This design comes from an exercise in tuning for small area and a short achievable clock period on the open sky130 flow, not from production work.
RTL that was checked went through simulation tests only; none was proved equivalent to the original.

==> inputs of run A <==
==> flow/design.v (excerpt) <==
module cte_fma (
    input  wire        clk,
    input  wire        rst,        
    input  wire        in_valid,
    input  wire        in_neg,     
    input  wire [31:0] in_a,
    input  wire [31:0] in_b,
    input  wire [31:0] in_c,
    output reg         out_valid,
    output reg  [31:0] out_r
);
clock: 22.0 ns
lec_check: 0
cap_margin: 20
core_margin: 2
core_utilization: 40
slew_margin: 20
run.sh (not shown) runs the stock make flow with config.mk's settings and CLKGATE_MAP_FILE= SYNTH_SCRIPT=/design/flow/synth_recipe.tcl, a recipe that flattens the netlist after the stock synthesis.
==> run X: changes against run A <==
--- a/flow/design.v
+++ b/flow/design.v
@@ -38,42 +38,51 @@
     wire pz  = a_zero | b_zero;
     wire p_inf = a_inf | b_inf;
     wire s1_nan = any_nan | (a_inf & b_zero) | (a_zero & b_inf) |
                   (p_inf & c_inf & sub);
     wire s1_inf = p_inf | c_inf;
     wire s1_isg = p_inf ? sp : sc;
-    wire [23:0] ma = pz ? 24'd0 : {1'b1, a0[22:0]};
+    wire s1_zr  = pz & c_zero;
+    wire [23:0] ma = {1'b1, a0[22:0]};
     wire [23:0] mb = {1'b1, b0[22:0]};
-    wire [23:0] mc = c_zero ? 24'd0 : {1'b1, c0[22:0]};
+    wire [23:0] mc = {1'b1, c0[22:0]};
     wire [49:0] ms, mcy;
     mul24cs u_mul (.a(ma), .b(mb), .s(ms), .c(mcy));
     wire signed [10:0] sh_raw = $signed({3'd0, ea}) + $signed({3'd0, eb})
                               - $signed({3'd0, ec}) - 11'sd100;
     wire lo = pz | sh_raw[10];                     
-    wire hi = ~sh_raw[10] & (|sh_raw[9:7]);        
+    wire hi = c_zero | (~pz & ~sh_raw[10] & (|sh_raw[9:7]));   
     wire signed [9:0] e47 = lo ? $signed({2'd0, ec}) - 10'sd27
                                : $signed({2'd0, ea}) + $signed({2'd0, eb}) - 10'sd127;
     wire [6:0]  sh7  = sh_raw[6:0];
     wire [23:0] mcx  = mc ^ {24{sub}};
     wire [73:0] c_sh = {{128{sub}}, mcx, {50{sub}}} >> sh7;   
-    wire [6:0]  st_n = (sh7 > 7'd74) ? 7'd24 : (sh7 > 7'd50 ? sh7 - 7'd50 : 7'd0);
-    wire [23:0] st_m = ~(24'hFF_FFFF << st_n[4:0]) | {24{st_n[4] & st_n[3]}};
-    wire        c_st = hi ? ~c_zero : (~lo & |(mc & st_m));
-    wire [73:0] c_al = lo ? {mcx, {50{sub}}} : (hi ? {74{sub}} : c_sh);
-    reg        v1, sp1, sc1, sub1, nan1, inf1, isg1;
+    reg [4:0] tz_c;
+    integer j;
+    always @(*) begin
+        tz_c = 5'd23;
+        for (j = 22; j >= 0; j = j - 1)
+            if (c0[j]) tz_c = j[4:0];
+    end
+    wire signed [11:0] st_d = $signed({4'd0, ea}) + $signed({4'd0, eb})
+                            - $signed({4'd0, ec}) - $signed({7'd0, tz_c}) - 12'sd151;
+    wire        c_st = ~c_zero & ~pz & ~st_d[11];
+    wire [73:0] c_al = hi ? {74{sub}} : (lo ? {mcx, {50{sub}}} : c_sh);
+    reg        v1, sp1, sc1, sub1, nan1, inf1, isg1, zr1;
     reg [49:0] ms1, mcy1;
     reg [74:0] cal1;
     reg signed [9:0] e471;
     always @(posedge clk) begin
         v1   <= rst ? 1'b0 : v0;
         sp1  <= sp;
         sc1  <= sc;
         sub1 <= sub;
         nan1 <= s1_nan;
         inf1 <= s1_inf;
         isg1 <= s1_isg;
+        zr1  <= s1_zr;
         ms1  <= ms;
         mcy1 <= mcy;
         cal1 <= {c_al, c_st ^ sub};
         e471 <= e47;
     end
     localparam [76:0] M49 = ~77'd0 << 49;          
@@ -82,22 +91,23 @@
     wire [76:0] opb = {26'd0, mcy1, 1'b0};
     wire [76:0] s_a = opa ^ opb ^ cx;
     wire [76:0] c_a = {(opa[75:0] & opb[75:0]) | (opa[75:0] & cx[75:0]) | (opb[75:0] & cx[75:0]), 1'b0};
     wire [76:0] s_b = s_a ^ c_a ^ M49;
     wire [76:0] c_b = {(s_a[75:0] & c_a[75:0]) | (s_a[75:0] & M49[75:0]) | (c_a[75:0] & M49[75:0]), sub1};
     wire [76:0] sum = s_b + c_b;
-    reg        v2, sp2, sc2, nan2, inf2, isg2;
+    reg        v2, sp2, sc2, nan2, inf2, isg2, zr2;
     reg [76:0] sum2;
     reg signed [9:0] e472;
     always @(posedge clk) begin
         v2   <= rst ? 1'b0 : v1;
         sp2  <= sp1;
         sc2  <= sc1;
         nan2 <= nan1;
         inf2 <= inf1;
         isg2 <= isg1;
+        zr2  <= zr1;
         sum2 <= sum;
         e472 <= e471;
     end
     wire        neg = sum2[76];
     wire [75:0] mag = neg ? (~sum2[75:0] + 76'd1) : sum2[75:0];
     reg [6:0] lz, tz;
@@ -122,13 +132,13 @@
         isg3  <= isg2;
         rs3   <= sp2 ^ neg;
         zs3   <= sp2 & sc2;
         mag3  <= mag;
         lz3   <= lz;
         tz3   <= tz;
-        zero3 <= zero;
+        zero3 <= zero | zr2;
         e473  <= e472;
     end
     wire [75:0] q6 = lz3[6] ? {mag3[11:0], 64'd0} : mag3;
     wire [55:0] q5 = lz3[5] ? {q6[43:0], 12'd0} : q6[75:20];
     wire [39:0] q4 = lz3[4] ? q5[39:0] : q5[55:16];
     wire [31:0] q3 = lz3[3] ? q4[31:0] : q4[39:8];
==> flow/config.mk (replaced) <==
export PLATFORM = sky130hd
export DESIGN_NAME = cte_fma
export DESIGN_NICKNAME = cte_fma
export VERILOG_FILES = /design/flow/design.v
export SDC_FILE = /design/flow/constraint.sdc
export NUM_CORES = 4
export LEC_CHECK = 0
export CAP_MARGIN = 50
export CORE_MARGIN = 2
export CORE_UTILIZATION = 55
export PLACE_DENSITY = 0.7
export SLEW_MARGIN = 70
==> run P: changes against run A <==
--- a/flow/design.v
+++ b/flow/design.v
@@ -38,42 +38,44 @@
     wire pz  = a_zero | b_zero;
     wire p_inf = a_inf | b_inf;
     wire s1_nan = any_nan | (a_inf & b_zero) | (a_zero & b_inf) |
                   (p_inf & c_inf & sub);
     wire s1_inf = p_inf | c_inf;
     wire s1_isg = p_inf ? sp : sc;
-    wire [23:0] ma = pz ? 24'd0 : {1'b1, a0[22:0]};
+    wire s1_zr  = pz & c_zero;
+    wire [23:0] ma = {1'b1, a0[22:0]};
     wire [23:0] mb = {1'b1, b0[22:0]};
-    wire [23:0] mc = c_zero ? 24'd0 : {1'b1, c0[22:0]};
+    wire [23:0] mc = {1'b1, c0[22:0]};
     wire [49:0] ms, mcy;
     mul24cs u_mul (.a(ma), .b(mb), .s(ms), .c(mcy));
     wire signed [10:0] sh_raw = $signed({3'd0, ea}) + $signed({3'd0, eb})
                               - $signed({3'd0, ec}) - 11'sd100;
     wire lo = pz | sh_raw[10];                     
-    wire hi = ~sh_raw[10] & (|sh_raw[9:7]);        
+    wire hi = c_zero | (~pz & ~sh_raw[10] & (|sh_raw[9:7]));   
     wire signed [9:0] e47 = lo ? $signed({2'd0, ec}) - 10'sd27
                                : $signed({2'd0, ea}) + $signed({2'd0, eb}) - 10'sd127;
     wire [6:0]  sh7  = sh_raw[6:0];
     wire [23:0] mcx  = mc ^ {24{sub}};
     wire [73:0] c_sh = {{128{sub}}, mcx, {50{sub}}} >> sh7;   
     wire [6:0]  st_n = (sh7 > 7'd74) ? 7'd24 : (sh7 > 7'd50 ? sh7 - 7'd50 : 7'd0);
     wire [23:0] st_m = ~(24'hFF_FFFF << st_n[4:0]) | {24{st_n[4] & st_n[3]}};
     wire        c_st = hi ? ~c_zero : (~lo & |(mc & st_m));
-    wire [73:0] c_al = lo ? {mcx, {50{sub}}} : (hi ? {74{sub}} : c_sh);
-    reg        v1, sp1, sc1, sub1, nan1, inf1, isg1;
+    wire [73:0] c_al = hi ? {74{sub}} : (lo ? {mcx, {50{sub}}} : c_sh);
+    reg        v1, sp1, sc1, sub1, nan1, inf1, isg1, zr1;
     reg [49:0] ms1, mcy1;
     reg [74:0] cal1;
     reg signed [9:0] e471;
     always @(posedge clk) begin
         v1   <= rst ? 1'b0 : v0;
         sp1  <= sp;
         sc1  <= sc;
         sub1 <= sub;
         nan1 <= s1_nan;
         inf1 <= s1_inf;
         isg1 <= s1_isg;
+        zr1  <= s1_zr;
         ms1  <= ms;
         mcy1 <= mcy;
         cal1 <= {c_al, c_st ^ sub};
         e471 <= e47;
     end
     localparam [76:0] M49 = ~77'd0 << 49;          
@@ -82,22 +84,23 @@
     wire [76:0] opb = {26'd0, mcy1, 1'b0};
     wire [76:0] s_a = opa ^ opb ^ cx;
     wire [76:0] c_a = {(opa[75:0] & opb[75:0]) | (opa[75:0] & cx[75:0]) | (opb[75:0] & cx[75:0]), 1'b0};
     wire [76:0] s_b = s_a ^ c_a ^ M49;
     wire [76:0] c_b = {(s_a[75:0] & c_a[75:0]) | (s_a[75:0] & M49[75:0]) | (c_a[75:0] & M49[75:0]), sub1};
     wire [76:0] sum = s_b + c_b;
-    reg        v2, sp2, sc2, nan2, inf2, isg2;
+    reg        v2, sp2, sc2, nan2, inf2, isg2, zr2;
     reg [76:0] sum2;
     reg signed [9:0] e472;
     always @(posedge clk) begin
         v2   <= rst ? 1'b0 : v1;
         sp2  <= sp1;
         sc2  <= sc1;
         nan2 <= nan1;
         inf2 <= inf1;
         isg2 <= isg1;
+        zr2  <= zr1;
         sum2 <= sum;
         e472 <= e471;
     end
     wire        neg = sum2[76];
     wire [75:0] mag = neg ? (~sum2[75:0] + 76'd1) : sum2[75:0];
     reg [6:0] lz, tz;
@@ -122,13 +125,13 @@
         isg3  <= isg2;
         rs3   <= sp2 ^ neg;
         zs3   <= sp2 & sc2;
         mag3  <= mag;
         lz3   <= lz;
         tz3   <= tz;
-        zero3 <= zero;
+        zero3 <= zero | zr2;
         e473  <= e472;
     end
     wire [75:0] q6 = lz3[6] ? {mag3[11:0], 64'd0} : mag3;
     wire [55:0] q5 = lz3[5] ? {q6[43:0], 12'd0} : q6[75:20];
     wire [39:0] q4 = lz3[4] ? q5[39:0] : q5[55:16];
     wire [31:0] q3 = lz3[3] ? q4[31:0] : q4[39:8];
==> flow/flow/run.sh (new file) <==
#!/bin/bash
set -euo pipefail
MARGIN=$(cat "$(dirname "$0")/margin.txt")
bash standard.sh SETUP_SLACK_MARGIN="$MARGIN" finish > standard_flow.log 2>&1
==> flow/flow/margin.txt (new file) <==
16
==> flow/standard.sh (new file) <==
#!/bin/bash
# synth_recipe.tcl (not shown) runs the flow's synth.tcl, then flattens the netlist and writes it again
# the make line also repeats each setting of config.mk as NAME=value (left out here)
make -C /OpenROAD-flow-scripts/flow DESIGN_CONFIG=/design/flow/config.mk WORK_HOME=/design/flow/orfs CLKGATE_MAP_FILE= SYNTH_SCRIPT=/design/flow/synth_recipe.tcl "${@:-finish}"
removed: flow/run.sh
==> impl_metrics.yaml <==
synthesis:
  yosys-top-cells-count: "nor2_1 (542), dfxtp_1 (519), inv_1 (412)"
status:
  status: "timing/DRC/antenna clean"
timing:
  clock_skew_ns: 0.0321
route:
  wl_met3_um: 12200
# the run above: run A

==> impl_metrics.yaml <==
synthesis:
  synthSimpleGateAreaFrac_pct: 11.3
  async_reset_ff_share_pct: 0
  yosys-top-cells-count: "dfxtp_1 (521), inv_1 (444), fa_1 (305)"
timing:
  grt_setup_unrepaired: "false"
status:
  status: "timing/DRC/antenna clean"
# the run above: run P

==> impl_metrics.yaml <==
route:
  drt-wirelength-per-cell_um: 22.4
  wl_met3_um: 12600
status:
  status: "timing/DRC/antenna clean"
timing:
  clock_skew_ns: 0.0369
# the run above: run X

Function was not checked in any run of this note: the RTL went through the layout flow alone.

---

==> run F: inputs <==
cte_fma, a different RTL version from the one above (not shown whole).
Settings: LEC_CHECK=0, CAP_MARGIN=20, CORE_MARGIN=2, CORE_UTILIZATION=55, CTS_CLUSTER_DIAMETER=100, CTS_CLUSTER_SIZE=20, PLACE_DENSITY=0.7, SLEW_MARGIN=20; clock period 22.0 ns.
standard.sh (not shown) runs the stock make flow with config.mk's settings and CLKGATE_MAP_FILE= SYNTH_SCRIPT=/design/flow/synth_recipe.tcl, a recipe that flattens the netlist after the stock synthesis.
==> flow/flow/run.sh <==
#!/bin/bash
# The standard layout (standard.sh: the standard synthesis, then ORFS to
# finish) with two settings changed:
#  - the port buffers that buffer_ports adds are plain buffers (buf.txt)
#    instead of the delay cell it picks by default.
set -euo pipefail
D="$(cd "$(dirname "$0")" && pwd)"
MARGIN=$(cat "$D/margin.txt")
BUF=$(cat "$D/buf.txt")
bash standard.sh SETUP_SLACK_MARGIN="$MARGIN" \
    BUFFER_PORTS_ARGS="-buffer_cell $BUF" finish > standard_flow.log 2>&1
==> flow/flow/buf.txt <==
sky130_fd_sc_hd__buf_4
==> flow/flow/margin.txt <==
16.7
==> inputs of run E, as changes to run F <==
--- a/flow/design.v
+++ b/flow/design.v
@@ -118,37 +118,36 @@
         isg2 <= isg1;
         zr2  <= zr1;
         mag2 <= mag;
         e472 <= e471;
     end
-    reg [6:0] lz, tz;
+    reg [6:0] lz;
     integer k;
     always @(*) begin
         lz = 7'd75;
         for (k = 0; k < 75; k = k + 1)
             if (mag2[k]) lz = 7'd74 - k[6:0];
-        tz = 7'd75;
-        for (k = 74; k >= 0; k = k - 1)
-            if (mag2[k]) tz = k[6:0];
     end
     wire zero = lz[6] & lz[3] & lz[1] & lz[0];     
     wire [74:0] r6 = lz[6] ? {mag2[10:0], 64'd0} : mag2;
     wire [74:0] r5 = lz[5] ? {r6[42:0], 32'd0} : r6;
     wire [39:0] r4 = lz[4] ? r5[58:19] : r5[74:35];
     wire [31:0] r3 = lz[3] ? r4[31:0] : r4[39:8];
     wire [27:0] r2 = lz[2] ? r3[27:0] : r3[31:4];
     wire [25:0] r1 = lz[1] ? r2[25:0] : r2[27:2];
     wire [24:0] r0 = lz[0] ? r1[24:0] : r1[25:1];
-    wire        sticky = ({1'b0, tz} + {1'b0, lz}) < 8'd50;
+    wire        lo19   = |r5[18:0];
+    wire        sticky = (lz[4] ? lo19 : (lo19 | (|r5[34:19]))) |
+                         (~lz[3] & (|r4[7:0])) | (~lz[2] & (|r3[3:0])) |
+                         (~lz[1] & (|r2[1:0])) | (~lz[0] & r1[0]);
     wire signed [9:0] e_norm = e472 - $signed({3'd0, lz}) + 10'sd27;
-    reg        v3, rs3, zs3, nan3, inf3, isg3, zero3, st3;
+    reg        v3, sg3, nan3, inf3, isg3, zero3, st3;
     reg [24:0] nm3;                             
     reg signed [9:0] en3;
     always @(posedge clk) begin
         v3    <= rst ? 1'b0 : v2;
-        rs3   <= rs2;
-        zs3   <= zs2;
+        sg3   <= (zero | zr2) ? zs2 : rs2;           
         nan3  <= nan2;
         inf3  <= inf2;
         isg3  <= isg2;
         zero3 <= zero | zr2;
         st3   <= sticky;
@@ -167,19 +166,19 @@
         if (nan3)
             res = 32'h7FC0_0000;
         else if (inf3)
             res = {isg3, 8'hFF, 23'd0};
         else if (zero3)
-            res = {zs3, 31'd0};
+            res = {sg3, 31'd0};
         else if (e_r >= 10'sd255)
-            res = {rs3, 8'hFF, 23'd0};
+            res = {sg3, 8'hFF, 23'd0};
         else if (en3 >= 10'sd1)
-            res = {rs3, e_r[7:0], frac_r};
+            res = {sg3, e_r[7:0], frac_r};
         else if (to_min_normal)
-            res = {rs3, 8'd1, 23'd0};
+            res = {sg3, 8'd1, 23'd0};
         else
-            res = {rs3, 31'd0};
+            res = {sg3, 31'd0};
     end
     always @(posedge clk) begin
         out_valid <= rst ? 1'b0 : v3;
         out_r     <= res;
     end
==> flow/flow/buf.txt (replaced) <==
sky130_fd_sc_hd__buf_2
==> flow/flow/margin.txt (replaced) <==
16.55
--- a/flow/config.mk
+++ b/flow/config.mk
@@ -5,10 +5,10 @@
 export SDC_FILE = /design/flow/constraint.sdc
 export NUM_CORES = 4
 export LEC_CHECK = 0
 export CAP_MARGIN = 20
 export CORE_MARGIN = 2
-export CORE_UTILIZATION = 55
+export CORE_UTILIZATION = 70
 export CTS_CLUSTER_DIAMETER = 100
 export CTS_CLUSTER_SIZE = 20
-export PLACE_DENSITY = 0.7
+export PLACE_DENSITY = 0.8
 export SLEW_MARGIN = 20
==> inputs of run K, as changes to run F <==
--- a/flow/design.v
+++ b/flow/design.v
@@ -118,37 +118,36 @@
         isg2 <= isg1;
         zr2  <= zr1;
         mag2 <= mag;
         e472 <= e471;
     end
-    reg [6:0] lz, tz;
+    reg [6:0] lz;
     integer k;
     always @(*) begin
         lz = 7'd75;
         for (k = 0; k < 75; k = k + 1)
             if (mag2[k]) lz = 7'd74 - k[6:0];
-        tz = 7'd75;
-        for (k = 74; k >= 0; k = k - 1)
-            if (mag2[k]) tz = k[6:0];
     end
     wire zero = lz[6] & lz[3] & lz[1] & lz[0];     
     wire [74:0] r6 = lz[6] ? {mag2[10:0], 64'd0} : mag2;
     wire [74:0] r5 = lz[5] ? {r6[42:0], 32'd0} : r6;
     wire [39:0] r4 = lz[4] ? r5[58:19] : r5[74:35];
     wire [31:0] r3 = lz[3] ? r4[31:0] : r4[39:8];
     wire [27:0] r2 = lz[2] ? r3[27:0] : r3[31:4];
     wire [25:0] r1 = lz[1] ? r2[25:0] : r2[27:2];
     wire [24:0] r0 = lz[0] ? r1[24:0] : r1[25:1];
-    wire        sticky = ({1'b0, tz} + {1'b0, lz}) < 8'd50;
+    wire        lo19   = |r5[18:0];
+    wire        sticky = (lz[4] ? lo19 : (lo19 | (|r5[34:19]))) |
+                         (~lz[3] & (|r4[7:0])) | (~lz[2] & (|r3[3:0])) |
+                         (~lz[1] & (|r2[1:0])) | (~lz[0] & r1[0]);
     wire signed [9:0] e_norm = e472 - $signed({3'd0, lz}) + 10'sd27;
-    reg        v3, rs3, zs3, nan3, inf3, isg3, zero3, st3;
+    reg        v3, sg3, nan3, inf3, isg3, zero3, st3;
     reg [24:0] nm3;                             
     reg signed [9:0] en3;
     always @(posedge clk) begin
         v3    <= rst ? 1'b0 : v2;
-        rs3   <= rs2;
-        zs3   <= zs2;
+        sg3   <= (zero | zr2) ? zs2 : rs2;           
         nan3  <= nan2;
         inf3  <= inf2;
         isg3  <= isg2;
         zero3 <= zero | zr2;
         st3   <= sticky;
@@ -167,19 +166,19 @@
         if (nan3)
             res = 32'h7FC0_0000;
         else if (inf3)
             res = {isg3, 8'hFF, 23'd0};
         else if (zero3)
-            res = {zs3, 31'd0};
+            res = {sg3, 31'd0};
         else if (e_r >= 10'sd255)
-            res = {rs3, 8'hFF, 23'd0};
+            res = {sg3, 8'hFF, 23'd0};
         else if (en3 >= 10'sd1)
-            res = {rs3, e_r[7:0], frac_r};
+            res = {sg3, e_r[7:0], frac_r};
         else if (to_min_normal)
-            res = {rs3, 8'd1, 23'd0};
+            res = {sg3, 8'd1, 23'd0};
         else
-            res = {rs3, 31'd0};
+            res = {sg3, 31'd0};
     end
     always @(posedge clk) begin
         out_valid <= rst ? 1'b0 : v3;
         out_r     <= res;
     end
==> flow/flow/buf.txt (replaced) <==
sky130_fd_sc_hd__buf_2
==> flow/flow/margin.txt (replaced) <==
16.55
--- a/flow/config.mk
+++ b/flow/config.mk
@@ -5,10 +5,10 @@
 export SDC_FILE = /design/flow/constraint.sdc
 export NUM_CORES = 4
 export LEC_CHECK = 0
 export CAP_MARGIN = 20
 export CORE_MARGIN = 2
-export CORE_UTILIZATION = 55
+export CORE_UTILIZATION = 62
 export CTS_CLUSTER_DIAMETER = 100
 export CTS_CLUSTER_SIZE = 20
-export PLACE_DENSITY = 0.7
+export PLACE_DENSITY = 0.75
 export SLEW_MARGIN = 20
==> inputs of run Z, as changes to run F <==
--- a/flow/design.v
+++ b/flow/design.v
@@ -118,37 +118,36 @@
         isg2 <= isg1;
         zr2  <= zr1;
         mag2 <= mag;
         e472 <= e471;
     end
-    reg [6:0] lz, tz;
+    reg [6:0] lz;
     integer k;
     always @(*) begin
         lz = 7'd75;
         for (k = 0; k < 75; k = k + 1)
             if (mag2[k]) lz = 7'd74 - k[6:0];
-        tz = 7'd75;
-        for (k = 74; k >= 0; k = k - 1)
-            if (mag2[k]) tz = k[6:0];
     end
     wire zero = lz[6] & lz[3] & lz[1] & lz[0];     
     wire [74:0] r6 = lz[6] ? {mag2[10:0], 64'd0} : mag2;
     wire [74:0] r5 = lz[5] ? {r6[42:0], 32'd0} : r6;
     wire [39:0] r4 = lz[4] ? r5[58:19] : r5[74:35];
     wire [31:0] r3 = lz[3] ? r4[31:0] : r4[39:8];
     wire [27:0] r2 = lz[2] ? r3[27:0] : r3[31:4];
     wire [25:0] r1 = lz[1] ? r2[25:0] : r2[27:2];
     wire [24:0] r0 = lz[0] ? r1[24:0] : r1[25:1];
-    wire        sticky = ({1'b0, tz} + {1'b0, lz}) < 8'd50;
+    wire        lo19   = |r5[18:0];
+    wire        sticky = (lz[4] ? lo19 : (lo19 | (|r5[34:19]))) |
+                         (~lz[3] & (|r4[7:0])) | (~lz[2] & (|r3[3:0])) |
+                         (~lz[1] & (|r2[1:0])) | (~lz[0] & r1[0]);
     wire signed [9:0] e_norm = e472 - $signed({3'd0, lz}) + 10'sd27;
-    reg        v3, rs3, zs3, nan3, inf3, isg3, zero3, st3;
+    reg        v3, sg3, nan3, inf3, isg3, zero3, st3;
     reg [24:0] nm3;                             
     reg signed [9:0] en3;
     always @(posedge clk) begin
         v3    <= rst ? 1'b0 : v2;
-        rs3   <= rs2;
-        zs3   <= zs2;
+        sg3   <= (zero | zr2) ? zs2 : rs2;           
         nan3  <= nan2;
         inf3  <= inf2;
         isg3  <= isg2;
         zero3 <= zero | zr2;
         st3   <= sticky;
@@ -167,19 +166,19 @@
         if (nan3)
             res = 32'h7FC0_0000;
         else if (inf3)
             res = {isg3, 8'hFF, 23'd0};
         else if (zero3)
-            res = {zs3, 31'd0};
+            res = {sg3, 31'd0};
         else if (e_r >= 10'sd255)
-            res = {rs3, 8'hFF, 23'd0};
+            res = {sg3, 8'hFF, 23'd0};
         else if (en3 >= 10'sd1)
-            res = {rs3, e_r[7:0], frac_r};
+            res = {sg3, e_r[7:0], frac_r};
         else if (to_min_normal)
-            res = {rs3, 8'd1, 23'd0};
+            res = {sg3, 8'd1, 23'd0};
         else
-            res = {rs3, 31'd0};
+            res = {sg3, 31'd0};
     end
     always @(posedge clk) begin
         out_valid <= rst ? 1'b0 : v3;
         out_r     <= res;
     end
==> flow/flow/buf.txt (replaced) <==
sky130_fd_sc_hd__buf_2
==> flow_summary_export.csv <==
group,metric,value,unit
timing,finalCritPeriodShare,0.248,
clock_tree,number_of_sinks_driven_by_the_clock_tree,404,
floorplan,rows,83,
synth,synth_fp_nets,4689,
timing,max_clock_freq,0.183,GHz
drt,first_pass_iters,6,
clock_tree,post_cts.resized_instances,24,
critical_path,crit_path_top_delay_cell,"dfxtp_1",
critical_path,timing.critical_path.to_type,"output port",
cells_and_area,count_of_clock_buffers_in_the_final_design,29,
outcome,outcome,"timing/DRC/antenna clean",
critical_path,setup.worst_path.start_class,"register",
(the above is from run E)
==> flow_summary_export.csv <==
group,metric,value,unit
cells_and_area,count_of_clock_buffers_in_the_final_design,27,
timing,max_clock_freq,0.184,GHz
floorplan,rows,88,
clock_tree,post_cts.resized_instances,16,
outcome,outcome,"timing/DRC/antenna clean",
drt,first_pass_iters,9,
critical_path,crit_path_top_delay_cell,"nor4_4",
synth,synth_fp_nets,4689,
clock_tree,number_of_sinks_driven_by_the_clock_tree,404,
critical_path,setup.worst_path.start_class,"primary input",
(the above is from run K)
==> flow_summary_export.csv <==
group,metric,value,unit
timing,finalCritPeriodShare,0.247,
critical_path,crit_path_top_delay_cell,"dfxtp_2",
clock_tree,post_cts.resized_instances,28,
critical_path,timing.critical_path.to_type,"output port",
outcome,outcome,"timing/DRC/antenna clean",
synth,synth_fp_nets,4689,
floorplan,rows,93,
drt,first_pass_iters,7,
timing,max_clock_freq,0.184,GHz
(the above is from run Z)
==> flow_summary_export.csv <==
group,metric,value,unit
synth,synth_fp_nets,5017,
timing,max_clock_freq,0.184,GHz
critical_path,setup.worst_path.start_class,"register",
cells_and_area,count_of_clock_buffers_in_the_final_design,29,
floorplan,rows,96,
outcome,outcome,"timing/DRC/antenna clean",
timing,finalCritPeriodShare,0.247,
critical_path,crit_path_top_delay_cell,"dfxtp_2",
synth,synthMostInstantiatedCell,"inv_1",
critical_path,timing.critical_path.to_type,"output port",
(the above is from run F)
The RTL of run F was laid out without a check of its function.

-- static timing again, ports no longer ideal --
The results above use ideal ports. As a check the final layouts listed here were re-extracted and re-timed, cells and wires unchanged.
Step 1, drivers: a clkbuf_16 drives clk and a buf_2 each remaining input, both assumed.
Step 2 times the ports against the registers' clock, not the clock port: input delays grow and output delays shrink by t, the midpoint of the rising clock arrivals with the driver on.
a / b / c = ideal / step 1 / step 2; a / b = the first two.
run	shift t [ns]	setup WS [ns]	worst hold slack (ns)	latest minus earliest clock arrival (ns)	pins driven straight from the clock port
run A	0.745	15.287 / 15.287 / 15.287	0.320 / 0.320 / 0.320	0.036 / 0.036	1
run X	0.699	16.088 / 16.017 / 16.664	0.324 / 0.324 / 0.324	0.040 / 0.039	1
run P	0.732	16.068 / 15.992 / 16.361	0.318 / 0.318 / 0.318	0.073 / 0.073	1
run F	0.667	16.563 / 16.493 / 15.957	0.323 / 0.323 / 0.323	0.022 / 0.023	1
run E	0.645	16.550 / 16.487 / 15.984	0.328 / 0.328 / 0.328	0.023 / 0.023	1
run K	0.659	16.558 / 16.495 / 15.945	0.320 / 0.320 / 0.320	0.028 / 0.028	1
run Z	0.655	16.566 / 16.497 / 16.040	0.330 / 0.330 / 0.330	0.017 / 0.017	1
After both steps setup and hold are still met in every run listed. For run K, which loses most, drivers alone change the setup slack by -0.063 ns; drivers and shift together by -0.613 ns.
